Source: an optimization exercise on an open RTL-to-GDS flow (aim: small area). Production flows keep margins and buffers that such runs may drop. Where RTL was checked, it was by simulation tests only, not by an equivalence proof against the original. Power figures rest on the tool's default switching activity, not on a simulated workload.

==> flow/design.v (excerpt) <==
module zr_microseq (
    input  wire        clk,
    input  wire        rst,       
    input  wire        tick,
    input  wire        en,        
    input  wire        halt,      
    input  wire        inv,       
    input  wire [39:0] pos,       
    input  wire [31:0] vel,       
    input  wire [15:0] v1,        
    input  wire [15:0] v2,
    input  wire [15:0] v3,
    input  wire [15:0] v4,
    output reg         done,
    output reg  [2:0]  band,
    output reg  [2:0]  tgt,
    output reg         pend,
    output reg  [9:0]  addr,
    output wire [11:0] mag_a,
    output wire        pol_a,
    output wire [11:0] mag_b,
    output wire        pol_b
);
For scale: roughly 190 I/O pins, ~7300 um^2 of cells after synthesis.
clock: 50.0 ns
lec_check: 0
abc_area: 1
cap_margin: 20
core_margin: 2
core_utilization: 60
cts_buf_list: sky130_fd_sc_hd__clkbuf_8
cts_cluster_size: 8
slew_margin: 20
synth_memory_max_bits: 16384
standard.sh (not shown) runs the stock make flow with config.mk's settings and CLKGATE_MAP_FILE= SYNTH_SCRIPT=/design/flow/synth_recipe.tcl, a recipe that flattens the netlist after the stock synthesis.
==> flow/flow/run.sh <==
#!/bin/bash
# The standard layout with three changes, none of which touches the registers:
#  1. after the standard synthesis, its combinational cells are mapped again by ABC with an
#     area script (flow/area.abc); the registers keep their cells and names;
#  2. each cell is then swapped for the smallest cell of its family (the clock period leaves
#     tens of ns of slack; repair_design still fixes slew and load after placement);
#  3. the port buffers are the smallest buffer cell.
set -euo pipefail
export BUFFER_PORTS_ARGS="-buffer_cell sky130_fd_sc_hd__buf_1"
PLAT=$FLOW_HOME/platforms/$FLOW_PLATFORM
LIB=$PLAT/lib/sky130_fd_sc_hd__tt_025C_1v80.lib
RES=orfs/results/$FLOW_PLATFORM/zr_microseq/base
YOSYS=${YOSYS_EXE:-$(command -v yosys || echo /OpenROAD-flow-scripts/tools/install/yosys/bin/yosys)}

bash standard.sh synth > standard_synth.log 2>&1
cp $RES/1_2_yosys.v standard_synth_netlist.v

python3 flow/cellmap.py $LIB cellmap.v > cellmap.log 2>&1
DU=$(python3 - "$PLAT/config.mk" <<'PY'
import re, sys
t = open(sys.argv[1]).read().replace('\\\n', ' ')
cells = []
for m in re.finditer(r'^export\s+DONT_USE_CELLS\s*\+?=\s*(.*)$', t, re.M):
    cells += m.group(1).split()
print(' '.join('-dont_use ' + c for c in cells))
PY
)
cat > resyn.ys <<EOY
read_liberty -lib $LIB
read_verilog standard_synth_netlist.v
hierarchy -top $FLOW_TOP
techmap -map cellmap.v
techmap
opt -purge
abc -liberty $LIB $DU -script flow/area.abc
opt_clean -purge
hilomap -singleton -hicell sky130_fd_sc_hd__conb_1 HI -locell sky130_fd_sc_hd__conb_1 LO
stat -liberty $LIB
check -assert -mapped
write_verilog -noattr -nohex -nodec resyn_netlist.v
EOY
$YOSYS -s resyn.ys > resyn.log 2>&1
python3 flow/downsize.py resyn_netlist.v $LIB $PLAT/config.mk > downsize.log 2>&1
cp resyn_netlist.v $RES/1_2_yosys.v
bash standard.sh > standard_flow.log 2>&1
==> flow/flow/area.abc <==
strash
&get -n
&deepsyn -T 90
&dch -f
&nf -a -F 20 -A 20 -R 50
&put
Other scripts of this flow, unchanged in this note and not shown: flow/flow/cellmap.py, flow/flow/downsize.py
The starting point passed the timing, design-rule and antenna checks.
Rerun with:
==> flow/flow/area.abc (replaced) <==
strash
&get -n
&deepsyn -T 90
&dch -f
&nf -a -F 50 -A 50 -R 200 -C 32
&put
CTS_BUF_LIST = sky130_fd_sc_hd__clkbuf_16   (was sky130_fd_sc_hd__clkbuf_8)
CTS_CLUSTER_DIAMETER = 100   (was default)
CTS_CLUSTER_SIZE = 30   (was 8)
GPL_TIMING_DRIVEN = 0   (was default)
=> Routed wire length increases by 0.92%; worst setup slack got worse by 440 ps; synthesized area hardly moves; die area is about the same; via count is about the same; non-clock buffer count decreases by 9; sequential power barely changes; synthesized cell count increases by 0.69%.
Rerun with:
==> flow/flow/area.abc (replaced) <==
strash
&get -n
&deepsyn -T 90
&dch -f
&nf -a -F 20 -A 20 -R 50
&put
GPL_TIMING_DRIVEN = default   (was 0)
Effect: Worst setup slack improved by 470 ps; routed wire length came out lower by 0.64%; flip-flop and latch count is unchanged; power rose by 1.4%; global-route usage increases by 0.29 points; worst hold slack gets better by 6.8 ps.

fjord:
Another version of the RTL of zr_microseq (not shown whole).
Size in the first run: about 1,300 cells after synthesis, about 120 flip-flops, about 190 I/O pins, about 9400 µm² of cells after synthesis.
Settings: LEC_CHECK=0, ABC_AREA=1, CAP_MARGIN=20, CORE_MARGIN=2, CORE_UTILIZATION=40, CTS_BUF_LIST=sky130_fd_sc_hd__clkbuf_4 sky130_fd_sc_hd__clkbuf_8, SLEW_MARGIN=20, SYNTH_MEMORY_MAX_BITS=16384; clock period 50.0 ns.
run.sh (not shown) runs the stock make flow with config.mk's settings and CLKGATE_MAP_FILE= SYNTH_SCRIPT=/design/flow/synth_recipe.tcl, a recipe that flattens the netlist after the stock synthesis.
Stock flow here: none of the scripts above is used.
fjord did not stop at any stage, and its layout met the timing, design-rule and antenna checks.
#### Input delta (xenon over fjord)
==> flow/flow/run.sh (new file) <==
#!/bin/bash
# Standard layout, with the port buffers made from the smallest buffer cell.
set -euo pipefail
export BUFFER_PORTS_ARGS="-buffer_cell sky130_fd_sc_hd__buf_1"
bash standard.sh > standard_flow.log 2>&1
==> flow/standard.sh (new file) <==
#!/bin/bash
# synth_recipe.tcl (not shown) runs the flow's synth.tcl, then flattens the netlist and writes it again
# the make line also repeats each setting of config.mk as NAME=value (left out here)
make -C /OpenROAD-flow-scripts/flow DESIGN_CONFIG=/design/flow/config.mk WORK_HOME=/design/flow/orfs CLKGATE_MAP_FILE= SYNTH_SCRIPT=/design/flow/synth_recipe.tcl "${@:-finish}"
removed: flow/run.sh
==> comparison <==
- Via count of the first global-routing pass sits lower in xenon than in fjord.
- Time the worst path needs with I/O delays and setup in xenon is 0.70 ns lower than in fjord
- Share of the cycle needed by the critical path after routing, xenon and fjord, higher one = fjord.
- Looking at number of clock buffer instances in the layout, xenon sits 2 above fjord.
- Total power of xenon is lower than that of fjord.
- When xenon is set beside fjord, its average detailed-routed wire length per instance turns out to be 6.3% smaller.
- Comparing the two runs side by side, xenon comes out ahead of fjord on power dissipated by switching net loads.
- From fjord to xenon the numbers moved as follows: cell area reported after detailed placement moved down; combinational power fell 21%; number of cells after detailed placement saw little to no change.
Function was not checked in any run of this note: the RTL went through the layout flow alone.

## separate check: timing with driven ports
How much do the figures lean on ideal ports? The routed layouts below were timed once more, with nothing changed but the port constraints.
Step 1: set_driving_cell puts a clkbuf_16 on clk and a buf_2 on each other input, an assumption about the parent block.
Step 2 adds t to the input delays and takes it off the output delays; t is the mean of the earliest and latest rising clock arrival at the registers after step 1. Input paths then give back, and output paths get back, about the clock's delay inside the block.
Three values: ideal ports, drivers, drivers and shift; two values: the first two.
| run | t, ns | setup slack, ns | hold WS [ns] | latest minus earliest clock arrival (ns) |
|---|---|---|---|---|
| the first run of note 1 | 0.425 | 31.238 / 31.200 / 31.625 | 0.338 / 0.338 / 0.338 | 0.012 / 0.012 |
| the second run of note 1 | 0.394 | 30.797 / 30.754 / 31.148 | 0.328 / 0.328 / 0.328 | 0.008 / 0.008 |
| the third run of note 1 | 0.398 | 31.270 / 31.224 / 31.622 | 0.335 / 0.335 / 0.335 | 0.010 / 0.010 |
| fjord | 0.504 | 33.747 / 33.702 / 34.207 | 0.316 / 0.316 / 0.316 | 0.019 / 0.019 |
| xenon | 0.489 | 34.442 / 34.395 / 34.704 | 0.323 / 0.323 / 0.323 | 0.011 / 0.011 |
After both steps setup and hold are still met in every run listed.
